This is an optimization exercise on Yosys and OpenROAD, whose aim is small area, a short achievable clock period and few clock cycles, not a production implementation. Function was checked by simulation only, so behaviour that the tests miss may differ from the original.

==> flow/design.v (outline; a module is shown in full before it is edited, if it fits) <==
// module digest_unit: 1452 lines
module digest_unit (
    input  wire        clk,
    input  wire        rst,
    input  wire        in_valid,
    output wire        in_ready,
    input  wire [63:0] in_data,
    input  wire [3:0]  in_nbytes,
    input  wire        in_last,
    input  wire [1:0]  in_alg,
    input  wire        in_expect,
    input  wire [63:0] in_cmp,
    output reg         out_valid,
    output reg  [63:0] out_digest,
    output reg         out_match,
    output reg         out_empty
);
  // ...
==> flow/flow/run.sh <==
#!/bin/bash
export SETUP_SLACK_MARGIN=5.8
export BUFFER_PORTS_ARGS="-buffer_cell sky130_fd_sc_hd__buf_2"
bash standard.sh > standard.log 2>&1
==> flow/standard.sh <==
#!/bin/bash
# synth_recipe.tcl (not shown) runs the flow's synth.tcl, then flattens the netlist and writes it again
# the make line also repeats each setting of config.mk as NAME=value (left out here)
make -C /OpenROAD-flow-scripts/flow DESIGN_CONFIG=/design/flow/config.mk WORK_HOME=/design/flow/orfs CLKGATE_MAP_FILE= SYNTH_SCRIPT=/design/flow/synth_recipe.tcl "${@:-finish}"
==> flow/config.mk <==
export PLATFORM = sky130hd
export DESIGN_NAME = digest_unit
export DESIGN_NICKNAME = digest_unit
export VERILOG_FILES = /design/flow/design.v
export SDC_FILE = /design/flow/constraint.sdc
export NUM_CORES = 4
export LEC_CHECK = 0
export CAP_MARGIN = 20
export CORE_MARGIN = 2
export CORE_UTILIZATION = 45
export SLEW_MARGIN = 20
==> flow/constraint.sdc <==
create_clock -name core_clock -period 10.0 [get_ports {clk}]
set_input_delay 2.0000 -clock core_clock [delete_from_list [all_inputs] [get_ports {clk}]]
set_output_delay 2.0000 -clock core_clock [all_outputs]
set_load 0.01 [all_outputs]
==> impl_metrics.py, run 1 <==
metrics = {
    "outcome": {
        "outcome": "timing/DRC/antenna clean",
    },
    "drt": {
        "vias": 39800,
        "drt_iter0_drc": 6815,
        "wl_met1_mm": 90.5,
        "vias_per_cell": 6.59,
    },
    "critical_path": {
        "cpPeakStageDelay_ns": 0.81,
        "required_ns": 10.44,
        "worst-path-buf-inv": 1,
        "slowest_stage": "a221oi_2",
        "worstSetupPathType": "reg -> reg",
        "critPathLaunch": "s[45]$_DFF_P_",
        "worstPathCellList": "xnor2_2 -> buf_4 -> xnor2_2 -> xnor2_1 -> xor2_1 -> xnor2_1 -> xnor2_1 -> xor2_1 -> a221oi_2 -> o221ai_1",
    },
    "min_path": {
        "holdPathEnd": "out_valid$_DFF_P_",
    },
    "global_route": {
        "grtUsageTotal_pct": 48.5,
        "grt_overflow_total": 0,
    },
    "logic_synthesis": {
        "synth_cell_types": 81,
        "netlist_area_um2": 40800,
        "synth-compound-area-share_pct": 14.9,
    },
    "sta": {
        "hold_viol": 0,
        "timing.fmax_ghz": 0.225,
        "rsz0062_at_grt": "true",
        "layout_min_cycle_time_ns": 4.45,
    },
    "die": {
        "die_h_um": 305,
        "die_area_um2": 93000,
        "die_x_um": 305,
        "n_tap_cell": 1176,
        "rows": 110,
    },
    "placement": {
        "globalplace.congestion": 1.08,
    },
    "final_layout": {
        "buffers": 429,
        "mostFrequentLayoutCells": "xnor2_1 (1225), xor2_1 (292), nor2_1 (273), nand2_1 (269), a21oi_1 (253)",
        "area_delta_synth_final_pct": 16.0,
        "drive_gt1_share_pct": 17.1,
    },
    "clock_tree": {
        "clk_latency_ns": 0.64,
        "htreeDepth": 2,
        "cts_buffers": 43,
        "clock_sinks": 371,
    },
    "run": {
        "cap_viol_max_count": 0,
    },
}
Testbench counts, summed over its fixed seeds: cycles 10,044.
==> inputs of run 2 (changes only) <==
--- a/flow/design.v
+++ b/flow/design.v
@@ -76,20 +76,19 @@
     always @(*) begin
         case (in_alg)
             2'd0:    init = 64'h00000000FFFFFFFF;
             2'd1:    init = 64'd0;
             default: init = TH_INIT;
         endcase
     end
     wire        rot_s = (fstate == F_ROT);
-    wire        pad_s = (fstate == F_PAD);
     wire [2:0]  ra    = rot_s ? (3'd0 - o) : o;
     wire [7:0]  km_o  = {kmask, kmask} >> (4'd8 - {1'b0, o});    
-    wire [7:0]  km_r  = rot_s ? 8'hFF : pad_s ? 8'h00 : km_o;
+    wire [7:0]  km_r  = rot_s ? 8'hFF : fire ? km_o : 8'h00;
     wire [63:0] drot  = rotl_bytes(rot_s ? (s ^ wbuf) : in_data, ra);
     wire [63:0] him   = ge_mask(ra);
     reg  [63:0] wm, om;                           
     always @(*) begin
         for (i = 0; i < 8; i = i + 1) begin
             wm[8*i +: 8] = {8{km_r[i] &  him[8*i]}};
             om[8*i +: 8] = {8{km_r[i] & !him[8*i]}};
         end
@@ -199,20 +198,17 @@
         if (!sched_d)
             d_r <= 64'd0;
         else if (fstate == F_C)
             d_r <= m2p >> 27;
         else if (fstate == F_A)
             d_r <= {32'd0, n};
         else
             d_r <= word;
-        if (rot_s || (fire && cmpl))
-            wbuf <= ovp;
-        else if (fire)
-            wbuf <= word;
+        wbuf <= (rot_s || (fire && cmpl)) ? ovp : word;
     end
     wire [63:0] x = s ^ d_r;
     wire [31:0] f32;
     wire [63:0] f64;
     wire p32_t64 = x[38] ^ x[55];
     wire p32_t65 = x[14] ^ x[18];
     wire p32_t66 = x[34] ^ x[57];
     wire p32_t67 = x[33] ^ x[52];
==> flow/config.mk (replaced) <==
export PLATFORM = sky130hd
export DESIGN_NAME = digest_unit
export DESIGN_NICKNAME = digest_unit
export VERILOG_FILES = /design/flow/design.v
export SDC_FILE = /design/flow/constraint.sdc
export NUM_CORES = 4
export LEC_CHECK = 0
export CAP_MARGIN = 20
export CORE_MARGIN = 2
export CORE_UTILIZATION = 50
export SLEW_MARGIN = 20
==> run 2 against run 1 <==
Compared with the run above: non-clock buffer count shrank 43; maximum frequency grew 2.2%; register-to-register slack gained 0.095 ns; global-route usage grew 1.6 points; hold slack gained 0.0040 ns.
==> impl_metrics.py, run 2 <==
metrics = {
    "outcome": {
        "outcome": "timing/DRC/antenna clean",
    },
    "clock_tree": {
        "clock_sinks": 371,
        "cts_hold_buffers": 0,
        "cts_buffers": 44,
        "cts.path.max_buffers": 3,
        "cts-root-buf": "clkbuf_16",
        "cts_tree": "done",
        "clk_latency_ns": 0.64,
        "clk_pin_slew_ns": 0.06,
        "htreeDepth": 2,
    },
    "die": {
        "core_area_um2": 81700,
        "io_pins": 207,
        "rows": 105,
        "die_x_um": 291,
        "die_h_um": 291,
        "initial_core_util_pct": 50.2,
        "die_area_um2": 84400,
    },
    "placement": {
        "port_buffers": 206,
        "globalplace.congestion": 1.10,
        "dp_cells": 5679,
        "dp.final_hpwl_mm": 165,
    },
    "critical_path": {
        "r2r-end": "s[8]$_DFF_P_",
        "crit_family": "XOR/XNOR gates",
        "slowest_stage": "xnor2_1",
        "rr_worst_depth": 11,
        "worstPathCellList": "buf_4 -> xnor2_4 -> buf_4 -> inv_4 -> xnor2_4 -> xor2_2 -> xor2_2 -> xnor2_1 -> xnor2_1 -> xnor2_1 -> o211ai_1",
        "timing.rr.start": "s[14]$_DFF_P_",
        "crit_path_max_fanout": 7,
        "worstSetupPathType": "reg -> reg",
        "required_ns": 10.47,
        "cpMostUsedCell": "xnor2_1",
        "cpPeakStageDelay_ns": 0.84,
        "r2r_slack_ns": 5.64,
        "start_kind": "flop",
        "worst-path-buf-inv": 3,
        "cp.arrival_ns": 4.83,
        "crit_path_end_kind": "flop",
    },
    "logic_synthesis": {
        "netlist_area_um2": 41100,
        "syn_inst": 4527,
        "synth_edf_count": 68,
        "synth_seq_cells": 371,
        "seq_area_frac_synth_pct": 19.7,
        "synthTopCellsByCount": "xnor2_1 (1240), dfxtp_1 (303), xor2_1 (294)",
        "syn_avg_cell_area_um2": 9.07,
        "async_flop_share_pct": 0,
        "syn-num-nets": 4871,
        "synth_cell_types": 82,
        "yosys_warnings": 1,
        "ys.flop_type": "dfxtp_1",
        "synth_top_area_share_pct": 26.5,
        "yosysMostFrequentCell": "xnor2_1",
        "yosysTopAreaCell": "xnor2_1",
        "synthTopCellsByArea": "xnor2_1 (26%), dfxtp_1 (15%), xor2_1 (6.3%), edfxtp_1 (5.0%), ha_1 (4.8%)",
    },
    "sta": {
        "max_slew_margin_pct": 10.2,
        "setup_tns_ns": 0,
        "clock_skew_ns": 0.0705,
        "fin_crit_sh_pct": 43.6,
        "layout_min_cycle_time_ns": 4.36,
        "setup_viol": 0,
        "slew_viol_final": 0,
        "hold_viol": 0,
        "tightest_slew_ns": 1.34,
        "timing.fmax_ghz": 0.229,
        "rsz0062_at_grt": "true",
    },
    "drt": {
        "firstDrtPassIters": 8,
        "drt_wl_total_mm": 217,
        "wl_per_cell_um": 37.2,
        "drt_iter0_drc": 6052,
        "vias_per_cell": 6.56,
        "postRouteAntennaNets": 0,
        "vias": 38200,
        "drc": 0,
    },
    "min_path": {
        "hold_path_startpoint": "op_out$_SDFF_PP0_",
        "hold_depth": 1,
        "min_path_type": "reg -> reg",
        "holdPathEnd": "out_valid$_DFF_P_",
    },
    "final_layout": {
        "drive_gt1_share_pct": 17.7,
        "layout.cells.non_filler": 5827,
        "mostFrequentLayoutCells": "xnor2_1 (1193), xor2_1 (279), nor2_1 (279), nand2_1 (259), dfxtp_1 (253)",
        "fin_nets": 5060,
        "layout_commonest_cell": "xnor2_1",
        "area_delta_synth_final_pct": 14.1,
    },
    "global_route": {
        "grt_pass1_vias": 36000,
        "grt_pass1_wl_mm": 294,
        "grt_overflow_total": 0,
        "grt_max_degree": 95,
        "antenna_found_initial": 8,
        "grtUsageTotal_pct": 50.1,
    },
    "run": {
        "cap_viol_max_count": 0,
    },
}
run 2: changes by cell type after synthesis, moves of 36 or more:
| cell | delta |
|---|---|
| o21ai_0 | -53 |
| xnor2_1 | -57 |
| dfxtp_1 | +64 |
| xnor2_4 | +38 |
| mux2i_1 | -70 |
| clkbuf_1 | -36 |
| edfxtp_1 | -64 |
run 2: cells by family (layout without fill, tap and decap cells):
group	count (synthesis)	in the layout	share of synthesized area, %
buf+inv	357	582	3.47
simple gates	788	788	8.58
compound gates	929	929	15.1
fa+ha+maj	212	212	7.30
xor+xnor	1671	1671	39.6
flops	371	371	19.7
mux	199	199	6.17
other cells	0	5	0
run 2: worst max path at each step:
stage	startpoint	endpoint	slack (ns)	cells after the start
4_1_cts	s[39]$_DFF_P_	s[25]$_DFF_P_	5.69	14
3_5_place_dp	s[9]$_DFF_P_	s[22]$_DFF_P_	4.26	14
3_3_place_gp	s[9]$_DFF_P_	s[22]$_DFF_P_	4.35	14
5_1_grt	s[17]$_DFF_P_	d_r[31]$_SDFF_PN0_	5.71	13
2_1_floorplan	in_nbytes[2]	wbuf[45]$_DFF_P_	5.80	12
6_report	s[14]$_DFF_P_	s[8]$_DFF_P_	5.64	11
run 2: through the flow:
| step | instance area [um2] | hold slack [ns] | setup slack [ns] | util (%) |
|---|---|---|---|---|
| finish | 46900 | 0.461 | 5.64 | 57.3 |
| floorplan | 41100 | 0.349 | 5.80 | - |
| CTS | 45800 | 0.463 | 5.69 | 56.0 |
| detailed placement | 43600 | 0.450 | 4.26 | 53.3 |
| global placement | 43600 | 0.454 | 4.35 | 53.3 |
| global route | 46800 | 0.490 | 5.71 | 57.3 |
run 2: per-layer routing:
layer | up-vias | GRT usage [%] | wire length (um) | part of all wire, %
met1 | 18100 | 58.2 | 74800 | 34
li1 | 16100 | - | - | -
met3 | 981 | 15.6 | 26500 | 12
met2 | 3055 | 73.3 | 90000 | 41
met4 | 6 | 46.6 | 25600 | 12
met5 | - | 0.908 | 54 | 0.025
run 2: area by class of cell:
cell class / instances / area [um2]
clock buffers: 59 / 1220
inverters: 114 / 484
multi-input cells: 3799 / 32600
clock inverters: 23 / 297
diodes: 5 / 12.5
repair buffers: 386 / 2730
fillers: 7448 / 34900
well taps: 1070 / 1340
flip-flops and latches: 371 / 8230
run 2: repair_timing:
action	4_1_cts	5_1_grt
endpoints found under the setup margin	166	130
gates resized for setup	136	131
buffers inserted	21	33
hold endpoints to repair	0	0
gates cloned	0	2
pin swaps	11	11
Testbench counts of run 2, summed over its fixed seeds: cycles 10,044.

==> static timing again, ports no longer ideal <==
In the flow no input, the clock included, has a driving cell. The finished layouts below were timed again as built, in two steps. Step 1 (the two cells are an assumption about what drives the block):
set clk [get_ports {clk}]
set_driving_cell -lib_cell sky130_fd_sc_hd__clkbuf_16 $clk
set_driving_cell -lib_cell sky130_fd_sc_hd__buf_2 [delete_from_list [all_inputs] $clk]
Step 2 times the ports against the registers' clock, not the clock port: input delays grow and output delays shrink by t, the midpoint of the rising clock arrivals with the driver on. Slacks: ideal / step 1 / step 2; pairs: ideal / step 1.
| run | t (ns) | slack for setup (ns) | worst hold slack (ns) | worst setup path at the end | worst slew at a driven data input, ns |
|---|---|---|---|---|---|
| run 1 | 0.680 | 5.546 / 5.546 / 5.302 | 0.457 / 0.457 / 0.457 | input to register | 0.09 |
| run 2 | 0.680 | 5.641 / 5.641 / 5.180 | 0.461 / 0.461 / 0.461 | input to register | 0.08 |
After both steps every run listed still meets setup and hold. For run 2, which loses most, drivers alone change the setup slack by 0.000 ns; drivers and shift together by -0.461 ns.
